This design comes from an exercise in tuning for small area, a short achievable clock period and few clock cycles on the open sky130 flow, not from production work. The RTL was checked by simulation tests, not by an equivalence proof against the original design. Power figures rest on the tool's default switching activity, not on a simulated workload.

**config.mk**
```make
export PLATFORM = sky130hd
export DESIGN_NAME = crc_unit
export DESIGN_NICKNAME = crc_unit
export VERILOG_FILES = /design/flow/design.v
export SDC_FILE = /design/flow/constraint.sdc
export NUM_CORES = 4
export LEC_CHECK = 0
export CAP_MARGIN = 20
export CORE_MARGIN = 2
export CORE_UTILIZATION = 65
export SLEW_MARGIN = 20
export SYNTH_HIERARCHICAL = 1
```
**constraint.sdc**
```tcl
create_clock -name core_clock -period 17.0 [get_ports {clk}]
set_input_delay 3.4000 -clock core_clock [delete_from_list [all_inputs] [get_ports {clk}]]
set_output_delay 3.4000 -clock core_clock [all_outputs]
set_load 0.01 [all_outputs]
```
**design.v**
```verilog
module crc_unit (
    input  wire        clk,
    input  wire        rst,           
    input  wire        req_valid,
    output wire        req_ready,
    input  wire        req_write,
    input  wire [2:0]  req_addr,      
    input  wire [31:0] req_wdata,
    output reg         rsp_valid,
    output reg  [31:0] rsp_rdata,
    output reg         exc            
);
    localparam [2:0] A_POLY   = 3'd0,
                     A_CFG    = 3'd1,
                     A_INIT   = 3'd2,
                     A_VALUE  = 3'd3,
                     A_RESULT = 3'd4,
                     A_IN8    = 3'd5,
                     A_IN16   = 3'd6,
                     A_IN32   = 3'd7;
    reg [31:0] poly;                  
    reg [31:0] init;                  
    reg [31:0] rnat;                  
    reg [31:0] rref;                  
    reg [4:0]  wm1;                   
    reg        refin, refout, invert;
    reg [31:0] gref;                  
    reg        g_ok;                  
    reg [15:1] mu;                    
    reg        mu_ok;                 
    reg        s_dat;                 
    reg        s_8;                   
    reg        s_16;                  
    reg        s_32;                  
    reg        s_r;                   
    reg        s_cfg;                 
    reg [31:0] q_d;                   
    reg        rdy;
    assign req_ready = rdy;
    wire accept = req_valid & rdy;
    wire wr     = accept & req_write;
    wire [4:0]  wm1_n    = wm1;
    wire        refin_n  = refin;
    wire        refout_n = refout;
    wire        invert_n = invert;
    wire [31:0] mask_n   = 32'hFFFF_FFFF >> (~wm1_n);
    wire [31:0] gnat     = poly & mask_n;        
    wire        go       = g_ok & mu_ok;
    wire        d_exec   = s_dat & go;
    wire        g_fill  = ~g_ok & ~(s_r | s_cfg);
    wire [31:0] wsh_in  = s_r ? q_d : s_cfg ? rnat : poly;
    wire [31:0] wsh_out;
    crc_reflect u_wsh (.v(wsh_in), .wm1(wm1_n), .o(wsh_out));
    wire [7:0]  d_hi = s_8 ? (rref[7:0] ^ q_d[7:0]) : (rref[15:8] ^ q_d[15:8]);
    wire [15:0] dv   = {d_hi & {8{d_exec}},
                        (rref[7:0] ^ q_d[7:0]) & {8{d_exec & ~s_8}}};
    wire [31:0] rs_r = d_exec ? (s_16 ? (rref >> 16) : (rref >> 8))
                     : (s_r | s_cfg) ? wsh_out : rref;
    wire [31:0] rs_n = d_exec ? (s_16 ? (rnat << 16) : (rnat << 8))
                     : s_r ? q_d : rnat;
    wire [15:0] t;
    wire [31:0] crc_r, crc_n;
    wire [15:0] m;
    crc_fb  u_fb  (.dv(dv), .mu(mu), .t(t));
    crc_mul u_mul (.t(t), .gref(gref), .gnat(gnat), .rs_r(rs_r), .rs_n(rs_n),
                   .crc_r(crc_r), .crc_n(crc_n));
    crc_mu  u_mu  (.gref(gref), .m(m));
    wire [31:0] rref_n  = crc_r;
    wire [31:0] invm    = invert_n ? mask_n : 32'd0;
    wire [31:0] rnat_n  = crc_n & mask_n;
    wire        a_dat   = req_addr[2] & (req_addr[1] | req_addr[0]);
    wire        s_dat_n = rdy ? (wr & a_dat) : s_dat;
    wire        s_32_n  = rdy ? (wr & (req_addr == A_IN32)) : (s_32 & ~d_exec);
    wire        poly_wr = wr & (req_addr == A_POLY);
    wire        cfg_wr  = wr & (req_addr == A_CFG) & (|req_wdata[4:1]);
    wire        g_ok_n  = ~(poly_wr | cfg_wr) & (g_ok | g_fill);
    wire        mu_ok_n = ~g_fill;
    wire        rdy_n   = ~s_dat_n | (g_ok_n & mu_ok_n & ~s_32_n);
    function [7:0] order(input [7:0] b, input lsb_first);
        integer n;
        for (n = 0; n < 8; n = n + 1)
            order[n] = lsb_first ? b[n] : b[7 - n];
    endfunction
    always @(posedge clk) begin
        if (rst) begin
            poly   <= 32'd0;
            init   <= 32'd0;
            rnat   <= 32'd0;
            rref   <= 32'd0;
            wm1    <= 5'd0;
            refin  <= 1'b0;
            refout <= 1'b0;
            invert <= 1'b0;
            g_ok   <= 1'b0;              
            mu_ok  <= 1'b0;
            s_dat  <= 1'b0;
            s_8    <= 1'b0;
            s_16   <= 1'b0;
            s_32   <= 1'b0;
            s_r    <= 1'b0;
            s_cfg  <= 1'b0;
            rdy    <= 1'b1;
            rsp_valid <= 1'b0;
            exc    <= 1'b0;
        end else begin
            if (poly_wr)
                poly <= req_wdata;
            if (wr & (req_addr == A_INIT))
                init <= req_wdata;
            rnat   <= rnat_n;
            rref   <= rref_n;
            if (cfg_wr) begin
                wm1    <= req_wdata[4:0];
                refin  <= req_wdata[8];
                refout <= req_wdata[9];
                invert <= req_wdata[10];
            end
            g_ok   <= g_ok_n;
            mu_ok  <= mu_ok_n;
            s_dat  <= s_dat_n;
            s_32   <= s_32_n;
            if (rdy) begin
                s_8   <= wr & (req_addr == A_IN8);
                s_16  <= wr & req_addr[2] & req_addr[1];
                s_r   <= wr & ((req_addr == A_INIT) | (req_addr == A_VALUE));
                s_cfg <= cfg_wr;
            end
            rdy    <= rdy_n;
            rsp_valid <= accept & ~req_write;
            exc    <= wr & (req_addr == A_CFG) & ~(|req_wdata[4:1]);
        end
    end
    always @(posedge clk) begin
        if (g_fill)
            gref <= wsh_out;
        mu <= m[15:1];
    end
    always @(posedge clk) begin
        if (rdy) begin
            if (a_dat) begin
                q_d[31:24] <= order(req_wdata[31:24], refin_n);
                q_d[23:16] <= order(req_wdata[23:16], refin_n);
                q_d[15:8]  <= order(req_wdata[15:8], refin_n);
                q_d[7:0]   <= order(req_wdata[7:0], refin_n);
            end else begin
                q_d <= req_wdata;
            end
        end else if (d_exec) begin
            q_d[15:0] <= q_d[31:16];     
        end
    end
    wire [31:0] v_val   = crc_n & mask_n;                           
    wire [31:0] v_res   = (refout_n ? crc_r : v_val) ^ invm;        
    reg  [31:0] v_lo;
    always @(*) begin
        case (req_addr[1:0])
            2'd0:    v_lo = poly & mask_n;
            2'd1:    v_lo = {21'd0, invert_n, refout_n, refin_n, 3'd0, wm1_n};
            2'd2:    v_lo = init & mask_n;
            default: v_lo = v_val;
        endcase
    end
    wire [31:0] rd_d    = ~req_addr[2] ? v_lo
                        : (req_addr[1:0] == 2'd0) ? v_res : 32'd0;   
    always @(posedge clk)
        rsp_rdata <= rd_d;
endmodule
module crc_mul (
    input  wire [15:0] t,
    input  wire [31:0] gref,
    input  wire [31:0] gnat,
    input  wire [31:0] rs_r,
    input  wire [31:0] rs_n,
    output reg  [31:0] crc_r,
    output reg  [31:0] crc_n
);
    integer i, k;
    always @(*) begin
        for (i = 0; i < 32; i = i + 1) begin
            crc_r[i] = rs_r[i];
            crc_n[i] = rs_n[i];
            for (k = 0; k < 16; k = k + 1) begin
                if (i + 15 - k <= 31)
                    crc_r[i] = crc_r[i] ^ (t[k] & gref[i + 15 - k]);
                if (i + k >= 15)
                    crc_n[i] = crc_n[i] ^ (t[k] & gnat[i + k - 15]);
            end
        end
    end
endmodule
module crc_fb (
    input  wire [15:0] dv,
    input  wire [15:1] mu,
    output reg  [15:0] t
);
    integer j, k;
    always @(*) begin
        for (k = 0; k < 16; k = k + 1) begin
            t[k] = dv[k];
            for (j = 0; j < k; j = j + 1)
                t[k] = t[k] ^ (mu[k - j] & dv[j]);
        end
    end
endmodule
module crc_mu (
    input  wire [31:0] gref,
    output reg  [15:0] m
);
    integer j, k;
    always @(*) begin
        m[0] = 1'b1;
        for (k = 1; k < 16; k = k + 1) begin
            m[k] = gref[k - 1];
            for (j = 1; 2 * j <= k; j = j + 1)
                m[k] = m[k] ^ (m[j] & ((2 * j == k) ? 1'b1 : gref[k - 2 * j - 1]));
        end
    end
endmodule
module crc_reflect (
    input  wire [31:0] v,
    input  wire [4:0]  wm1,
    output wire [31:0] o
);
    function [31:0] rev32(input [31:0] x);
        integer n;
        for (n = 0; n < 32; n = n + 1)
            rev32[n] = x[31 - n];
    endfunction
    assign o = rev32(v) >> (~wm1);
endmodule
```
**flow/run.sh**
```bash
#!/bin/bash
# The standard layout (standard.sh: ORFS with the standard synthesis), with
#  - port buffers of sky130_fd_sc_hd__buf_4 instead of the default buffer, and
#  - timing repair aimed at a setup slack margin; the SDC (clock period and
#    I/O delays) is unchanged.
# make's output goes to standard.log; ORFS keeps each step's log under orfs/logs.
set -euo pipefail
bash standard.sh \
    "BUFFER_PORTS_ARGS=-buffer_cell sky130_fd_sc_hd__buf_4" \
    SETUP_SLACK_MARGIN=12.4 \
    finish > standard.log 2>&1
```
**standard.sh**
```bash
#!/bin/bash
# synth_recipe.tcl (not shown) runs the flow's synth.tcl, then flattens the netlist and writes it again
# the make line also repeats each setting of config.mk as NAME=value (left out here)
make -C /OpenROAD-flow-scripts/flow DESIGN_CONFIG=/design/flow/config.mk WORK_HOME=/design/flow/orfs CLKGATE_MAP_FILE= SYNTH_SCRIPT=/design/flow/synth_recipe.tcl "${@:-finish}"
```
==> flow_summary.toml, run 1 <==
[timing]
setup_tns_ps = 0
hold_viol_final = 0
skew_ps = 32.2
fin_crit_sh_pct = 28.8
slew_viol_final = 0
finalSetupViolCount = 0
grt_setup_unrepaired = "yes"
tightest_slew_ps = 1250
hold_ws_ps = 473
max_freq_mhz = 204
min_period_ps = 4900
slew-limit-headroom_pct = 16.8

[pwr]
p_per_area_nw_per_um2 = 57.0
netSwitchingFraction_pct = 32.9
internal-power_mw = 1.19
comb_power_share_pct = 19.9
leakage_nw = 9.81
p_seq_share_pct = 42.8
ir_worst_vdd_mv = 0.0835
p_clk_share_pct = 37.3
p_switching_mw = 0.583

[drt]
firstDrtPassIters = 9
ant_nets = 0
drt-initial-drc-count = 5399
avgRoutedWirePerCell_um = 28.6
vias = 28800
routed_wl_um = 122000
vias_per_cell = 6.77
drc = 0

[synthesis]
syn-mean-instance-area_um2 = 7.53
synth_nets = 3830
synthesis.area_um2 = 28500
ys_warn_count = 11
synth_cells = 3785

[clock_network]
cts_sinks = 258
clk_pin_slew_ps = 60
ctsLongestPathBuffers = 3
cts_tree = "done"
clock_latency_ps = 600
numCtsBuffers = 29
cts_root_buffer = "clkbuf_16"
cts_htree_levels = 1

[setup_path]
cpPeakStageDelay_ps = 1060
worstSetupEndpointType = "flip-flop"
cp-start-kind = "flip-flop"
crit_chain = "buf_4, mux2i_1, o21ai_0, mux2_2, mux2_2, mux2i_1, a211oi_2, nand2_1, a31oi_1, xor2_1, xnor2_1, xnor2_1, nand3b_1, o21ai_0, a31oi_1, o22ai_1"
slowest_stage = "a211oi_2"
path_delay_family = "compound AO/OA/AOI/OAI gates"
path_class = "flip-flop to flip-flop"
critPathMaxFanout = 19
arrival_ps = 5340
cp.buffers_inverters = 1
cp.required_ps = 17440

[place]
hpwl_um = 75000
gp_congestion = 1.06
portBuffers = 73

[run_status]
status = "finished clean"

[floorplanning]
rows = 76
boundaryPins = 74
start_util_pct = 66.0
core_um2 = 43200
die_h_um = 213
die_area_um2 = 45500
die_w_um = 213

[final_layout]
fin_nets = 3697
fill_cells = 3400
syn_to_final_growth_pct = 8.85
drive_gt1_share_pct = 12.2

[global_routing]
grt_pass1_wl_um = 166000
antenna_found_initial = 5
grt_max_degree = 97
overflow = 0
track_usage_pct = 49.0
grt_pass1_vias = 25800

[flow_run]
maxCapViolations = 0

[hold_path]
hold_class = "flip-flop to flip-flop"
flip-flops by register name, summed over array words and instances (netlist names), 15 cells and up:
name       cells
q_d           32
mu            15
rsp_rdata     32
rref          32
gref          32
poly          32
rnat          32
init          32
per-stage QoR:
stage	area, µm²	util (%)	setup WS, ps	instances	total power [mW]
5_1_grt	31000	71.8	12070	4260	1.79
6_report	31000	71.9	12100	4263	1.77
2_1_floorplan	28500	-	12360	3785	0.941
4_1_cts	30100	69.8	12410	4221	1.71
3_5_place_dp	28600	66.1	10700	4146	1.06
3_3_place_gp	28500	66.1	10870	4146	1.06
worst register-to-register path, cell delays in order, from the launching register on:
cell and delay [ps]:
dfxtp_1 310, buf_4 300, mux2i_1 130, o21ai_0 440, mux2_2 300, mux2_2 200, mux2i_1 90, a211oi_2 1060
nand2_1 130, a31oi_1 260, xor2_1 200, xnor2_1 100, xnor2_1 610, nand3b_1 190, o21ai_0 90, a31oi_1 210
o22ai_1 120
area by class of cell:
type                    instances  area [µm²]  area share, %
diodes                          3        7.51         0.0242
clock buffers                  35         778           2.51
clock inverters                19         203          0.653
inverters                      18        70.1          0.226
multi-input cells            3158       21400           69.1
flip-flops and latches        258        5840           18.8
well taps                     585         732           2.36
repair buffers                187        1960           6.32
placed cells by master (no fill, tap or decap), types with 9 or more instances in the layout:
master and n:
mux2i_1 84, nor3_1 10, and2_1 21, nor2_1 76, xnor2_1 655, nand2_1 1205, o22ai_1 23, buf_12 15
edfxtp_1 64, and3_1 18, a22oi_1 24, inv_1 16, dfxtp_2 12, or2_2 10, xnor3_1 27, xnor2_2 41
xnor3_2 12, nand3_1 19, o21ai_0 56, mux4_2 33, buf_6 13, a211oi_1 36, a31oi_1 56, o21ai_1 18
mux2_2 43, nand2b_1 41, buf_4 139, a32oi_1 16, xor2_1 226, dfxtp_1 177, clkbuf_16 38, nor3b_1 13
o2bb2ai_1 9, a21oi_1 127, nor2b_1 82, nand3b_1 18
metal layers:
| layer | part of all wire, % | global-route usage (%) | vias to the layer above |
|---|---|---|---|
| met5 | 0.012 | 0 | - |
| met4 | 11 | 35.5 | 2 |
| met2 | 41 | 75.6 | 2523 |
| met1 | 33 | 60.1 | 13500 |
| li1 | - | - | 12000 |
| met3 | 15 | 11.7 | 783 |
power groups by stage:
stage	registers, mW	clock network (mW)	logic [mW]
6_report	0.757	0.661	0.352
5_1_grt	0.756	0.677	0.358
4_1_cts	0.748	0.654	0.313
3_5_place_dp	0.761	0	0.300
3_3_place_gp	0.761	0	0.295
2_1_floorplan	0.703	0	0.238
path summary, 6_finish.rpt:
path / startpoint / endpoint / slack [ps] / cells past startpoint
worst max-delay path: poly[0] / rsp_rdata[20] / 12100 / 16
worst min-delay path: init[24] / init[24] / 470 / 2
worst max register to register: poly[0] / rsp_rdata[20] / 12100 / 16
worst min register to register: init[24] / init[24] / 470 / 2
repair_timing:
| item | 4_1_cts | 5_1_grt |
|---|---|---|
| endpoints found under the setup margin | 170 | 45 |
| cloned | 4 | 12 |
| pin swaps | 8 | 24 |
| hold endpoints to repair | 0 | 0 |
| hold buffers | 0 | 0 |
| resized for setup | 84 | 99 |
| buffers inserted | 17 | 27 |
Testbench counts, summed over its fixed seeds: cycles 69,597.
==> inputs of run 2 (changes only) <==
--- a/config.mk
+++ b/config.mk
@@ -7,6 +7,6 @@
 export LEC_CHECK = 0
 export CAP_MARGIN = 20
 export CORE_MARGIN = 2
-export CORE_UTILIZATION = 65
+export CORE_UTILIZATION = 50
 export SLEW_MARGIN = 20
 export SYNTH_HIERARCHICAL = 1
==> flow_summary.toml, run 2 <==
[final_layout]
antennaDiodeCount = 0
mostFrequentLayoutCells = "1205 x nand2_1, 660 x xnor2_1, 227 x xor2_1"
drive_gt1_share_pct = 12.0
fin_nets = 3701
instances_no_fill = 4435
final_common_cell = "nand2_1"
syn_to_final_growth_pct = 10.1

[timing]
hold_viol_final = 0
max_freq_mhz = 216
skew_ps = 22.4
fin_crit_sh_pct = 27.2
finalSetupViolCount = 0
tightest_slew_ps = 1120
setup_tns_ps = 0
slew-limit-headroom_pct = 25.0
min_period_ps = 4620
grt_setup_unrepaired = "yes"
slew_viol_final = 0

[clock_network]
cts_sinks = 258
ctsLongestPathBuffers = 3
cts_tree = "done"
clk_pin_slew_ps = 80
cts_root_buffer = "clkbuf_16"
clock_latency_ps = 610
cts_htree_levels = 1
numCtsBuffers = 29

[place]
portBuffers = 73
hpwl_um = 81800
gp_congestion = 0.994
dp_cells = 4328

[floorplanning]
core_um2 = 56400
die_w_um = 243
die_h_um = 243
die_area_um2 = 58900
boundaryPins = 74
rows = 87
start_util_pct = 50.5

[drt]
ant_nets = 0
routed_wl_um = 127000
drt-initial-drc-count = 3799
avgRoutedWirePerCell_um = 28.7
vias = 27800
drc = 0
firstDrtPassIters = 6
vias_per_cell = 6.27

[pwr]
p_per_area_nw_per_um2 = 57.0
ir_worst_vdd_mv = 0.0765
leakage_nw = 9.83
totalPowerFinal_mw = 1.79

[synthesis]
syn-mean-instance-area_um2 = 7.53
synthesis.area_um2 = 28500
synth_nets = 3830
ys_warn_count = 11
synth_cells = 3785

[setup_path]
path_delay_family = "flip-flops"
critPathMaxFanout = 1
crit_chain = "buf_4"
arrival_ps = 1220
worst_r2r_path_depth = 15
worstSetupEndpoint = "rsp_rdata[13]"
cp.required_ps = 13600
path_class = "flip-flop to primary output"
r2r_start = "s_r"
cp.buffers_inverters = 1
crit_start = "rsp_rdata[13]"
cpPeakStageDelay_ps = 450
worstReg2RegEnd = "rsp_rdata[16]"
slowest_stage = "dfxtp_1"
worst-path-stages = 1
worstSetupEndpointType = "primary output"
cp-start-kind = "flip-flop"
reg2reg_slack_ps = 12390

[run_status]
status = "finished clean"

[global_routing]
track_usage_pct = 40.5
grt_pass1_vias = 25500
overflow = 0
antenna_found_initial = 3
grt_max_degree = 83
grt_pass1_wl_um = 179000

[flow_run]
maxCapViolations = 0

[hold_path]
hold_class = "flip-flop to flip-flop"
holdPathStages = 2
hold_path_startpoint = "init[5]"
[run 2: worst min path at each step]
stage,endpoint
after floorplan,init[0]
after global placement,init[4]
after detailed placement,init[5]
after CTS,init[5]
after global routing,init[4]
final,init[5]
[run 2: metrics by stage]
step           hold WS [ps]  cell area (µm²)  setup WS, ps  utilization (%)
6_report                462            31400         12380             55.7
5_1_grt                 481            31400         12360             55.7
4_1_cts                 464            30600         12230             54.2
3_5_place_dp            456            28900         10740             51.2
3_3_place_gp            450            28800         10840             51.2
2_1_floorplan           433            28500         12360                -
[run 2: worst min-delay path, delay by kind of cell (launching register included)]
family          cells  cell delay, ps
compound gates      1              50
simple gates        1              50
flops               1             310
[run 2: repair_timing]
item	CTS	global route
resized for setup	106	80
pin swaps	8	36
buffers inserted	9	26
setup endpoints to repair	206	119
hold buffers	0	0
gates cloned	7	11
[run 2: area by class of cell]
class / instances / area [µm²]
fillers: 5320 / 25000
multi-input cells: 3158 / 21400
flip-flops and latches: 258 / 5840
repair buffers: 191 / 2160
well taps: 756 / 946
clock buffers: 40 / 837
clock inverters: 14 / 166
inverters: 18 / 70.1
[run 2: routing by layer]
layer | routed length, µm | GRT usage [%] | vias to the layer above
met4 | 12200 | 28.2 | 6
met5 | 41 | 0 | -
met2 | 54900 | 62.7 | 1899
met3 | 13700 | 6.28 | 510
met1 | 46500 | 51.7 | 13400
li1 | - | - | 12000
[run 2: where the power goes]
group | switching [mW] | internal (mW) | leakage, nW
Sequential | 0.0878 | 0.668 | 2.25
Clock | 0.292 | 0.391 | 0.492
Combinational | 0.205 | 0.146 | 7.09
==> inputs of run 3 (changes only) <==
--- a/design.v
+++ b/design.v
@@ -149,18 +149,20 @@
             q_d[15:0] <= q_d[31:16];     
         end
     end
-    wire [31:0] v_val   = crc_n & mask_n;                           
-    wire [31:0] v_res   = (refout_n ? crc_r : v_val) ^ invm;        
+    wire [31:0] v_res   = (refout_n ? crc_r : rnat_n) ^ invm;       
     reg  [31:0] v_lo;
     always @(*) begin
         case (req_addr[1:0])
-            2'd0:    v_lo = poly & mask_n;
-            2'd1:    v_lo = {21'd0, invert_n, refout_n, refin_n, 3'd0, wm1_n};
-            2'd2:    v_lo = init & mask_n;
-            default: v_lo = v_val;
+            2'd0:    v_lo = poly;
+            2'd2:    v_lo = init;
+            2'd3:    v_lo = crc_n;                                   
+            default: v_lo = 32'd0;
         endcase
     end
-    wire [31:0] rd_d    = ~req_addr[2] ? v_lo
+    wire [31:0] rd_d    = ~req_addr[2]
+                          ? ((v_lo & mask_n)
+                             | ({32{req_addr[1:0] == 2'd1}}
+                                & {21'd0, invert_n, refout_n, refin_n, 3'd0, wm1_n}))
                         : (req_addr[1:0] == 2'd0) ? v_res : 32'd0;   
     always @(posedge clk)
         rsp_rdata <= rd_d;
==> flow_summary.toml, run 3 <==
[run_status]
status = "finished clean"

[final_layout]
final_common_cell = "nand2_1"
instances_no_fill = 4463
mostFrequentLayoutCells = "1203 x nand2_1, 651 x xnor2_1, 228 x xor2_1"
drive_gt1_share_pct = 12.7
fin_nets = 3723
syn_to_final_growth_pct = 10.5

[synthesis]
synth_nets = 3834
synthesis.area_um2 = 28500
ys_warn_count = 11
synth_cells = 3789
syn-mean-instance-area_um2 = 7.52

[setup_path]
cpPeakStageDelay_ps = 810
path_delay_family = "simple AND/OR/NAND/NOR gates"
cp.buffers_inverters = 2
cp-start-kind = "input port"
crit_chain = "buf_4, buf_6, nor2b_1, and3_1"
worstSetupEndpointType = "flip-flop"
cp.required_ps = 17550
slowest_stage = "nor2b_1"
path_class = "input port to flip-flop"
critPathMaxFanout = 58
arrival_ps = 5180

[hold_path]
hold_class = "flip-flop to flip-flop"

[global_routing]
grt_pass1_wl_um = 184000
grt_pass1_vias = 26400
antenna_found_initial = 4
overflow = 0
track_usage_pct = 41.7
use_met2_pct = 64.5
grt_max_degree = 100
top_usage_layer = "met2"
grt_util_met3_pct = 7.76
met1_usage_pct = 52.8

[floorplanning]
rows = 87
die_w_um = 243
start_util_pct = 50.5
core_um2 = 56400
boundaryPins = 74
die_h_um = 243
die_area_um2 = 58900

[place]
dp_cells = 4320
portBuffers = 73
gp_congestion = 1.02
hpwl_um = 82300

[drt]
ant_nets = 0
avgRoutedWirePerCell_um = 29.3
firstDrtPassIters = 7
vias_per_cell = 6.28
routed_wl_um = 131000
vias = 28000
drt-initial-drc-count = 3727
drc = 0

[clock_network]
numCtsBuffers = 31
hold_buffers = 0
cts_tree = "done"
cts_htree_levels = 1
clk_pin_slew_ps = 60
cts_sinks = 258
cts_root_buffer = "clkbuf_16"
ctsLongestPathBuffers = 3
clock_latency_ps = 640

[timing]
grt_setup_unrepaired = "yes"
slew-limit-headroom_pct = 29.3
fin_crit_sh_pct = 27.2
skew_ps = 35.2
max_freq_mhz = 216
slew_viol_final = 0
setup_tns_ps = 0
min_period_ps = 4630
hold_viol_final = 0
finalSetupViolCount = 0
tightest_slew_ps = 1060

[pwr]
ir_worst_vdd_mv = 0.0872
leakage_nw = 10.1
p_per_area_nw_per_um2 = 57.4

[flow_run]
maxCapViolations = 0
==> run 3: metal layers <==
metal	share of wire, %	vias to the layer above
li1	-	12100
met3	11	528
met2	44	1946
met4	8.7	8
met1	37	13500
met5	0.042	-
==> run 3: path summary, 6_finish.rpt <==
| check | startpoint | to | slack [ps] | cells after the start |
|---|---|---|---|---|
| min | init[1] | init[1] | 470 | 2 |
| min reg2reg | init[1] | init[1] | 470 | 2 |
| max reg2reg | s_cfg | rsp_rdata[21] | 12380 | 17 |
| max | rst | rnat[20] | 12370 | 4 |
==> run 3: cell type report <==
type | instances | area (µm²)
diodes | 4 | 10.0
fillers | 5354 | 24900
multi-input cells | 3165 | 21400
flip-flops and latches | 258 | 5850
repair buffers | 205 | 2170
clock buffers | 40 | 850
clock inverters | 18 | 175
well taps | 756 | 946
inverters | 17 | 68.8
==> run 3: report_power, final <==
part           internal (mW)  total (mW)  switching [mW]  leakage, nW
logic                  0.145       0.361           0.216         7.30
clock network          0.385       0.692           0.307        0.495
registers              0.667       0.756          0.0889         2.25
==> run 3: per-stage QoR <==
step                area, µm²  utilization [%]  power (mW)  hold WS, ps  setup WS [ps]
floorplan               28600                -       0.939          433          12240
CTS                     30800             54.6        1.78          466          12390
finish                  31500             55.9        1.81          466          12370
detailed placement      28800             51.1        1.07          460          10720
global placement        28800             51.0        1.07          453          10650
global route            31500             55.9        1.84          494          12330
==> run 3: worst register-to-register path: cells and delay by family, from the launching register on <==
kind                   cells  cell delay [ps]
flip-flops                 1              320
XOR/XNOR                   5             1110
multiplexers               3              680
buffers and inverters      1              380
AND/OR/NAND/NOR            3              420
AO/OA/AOI/OAI              5             1590
==> run 3: repair_timing <==
item	4_1_cts	5_1_grt
pin swaps	14	38
setup endpoints to repair	213	66
setup buffers	27	35
resized for setup	115	71
gates cloned	12	7
hold endpoints to repair	0	0
Testbench counts of run 3, summed over its fixed seeds: cycles 69,597.

[what the ideal ports hide]
Ports are ideal in the flow. The routed layouts listed here were re-timed in OpenROAD.
Step 1 (the two cells are an assumption about what drives the block):
set clk [get_ports {clk}]
set_driving_cell -lib_cell sky130_fd_sc_hd__clkbuf_16 $clk
set_driving_cell -lib_cell sky130_fd_sc_hd__buf_2 [delete_from_list [all_inputs] $clk]
Step 2 times the ports against the registers' clock, not the clock port: input delays grow and output delays shrink by t, the midpoint of the rising clock arrivals with the driver on.
Three values: ideal, step 1, step 2; two values: the first two.
run | t, ns | setup WS [ns] | clock arrival spread, ns
run 1 | 0.633 | 12.096 / 12.096 / 11.696 | 0.033 / 0.033
run 2 | 0.655 | 12.380 / 12.319 / 11.693 | 0.022 / 0.023
run 3 | 0.683 | 12.372 / 12.328 / 11.690 | 0.035 / 0.035
After both steps setup and hold are still met in every run listed. For run 2, which loses most, drivers alone change the setup slack by -0.061 ns; drivers and shift together by -0.687 ns.
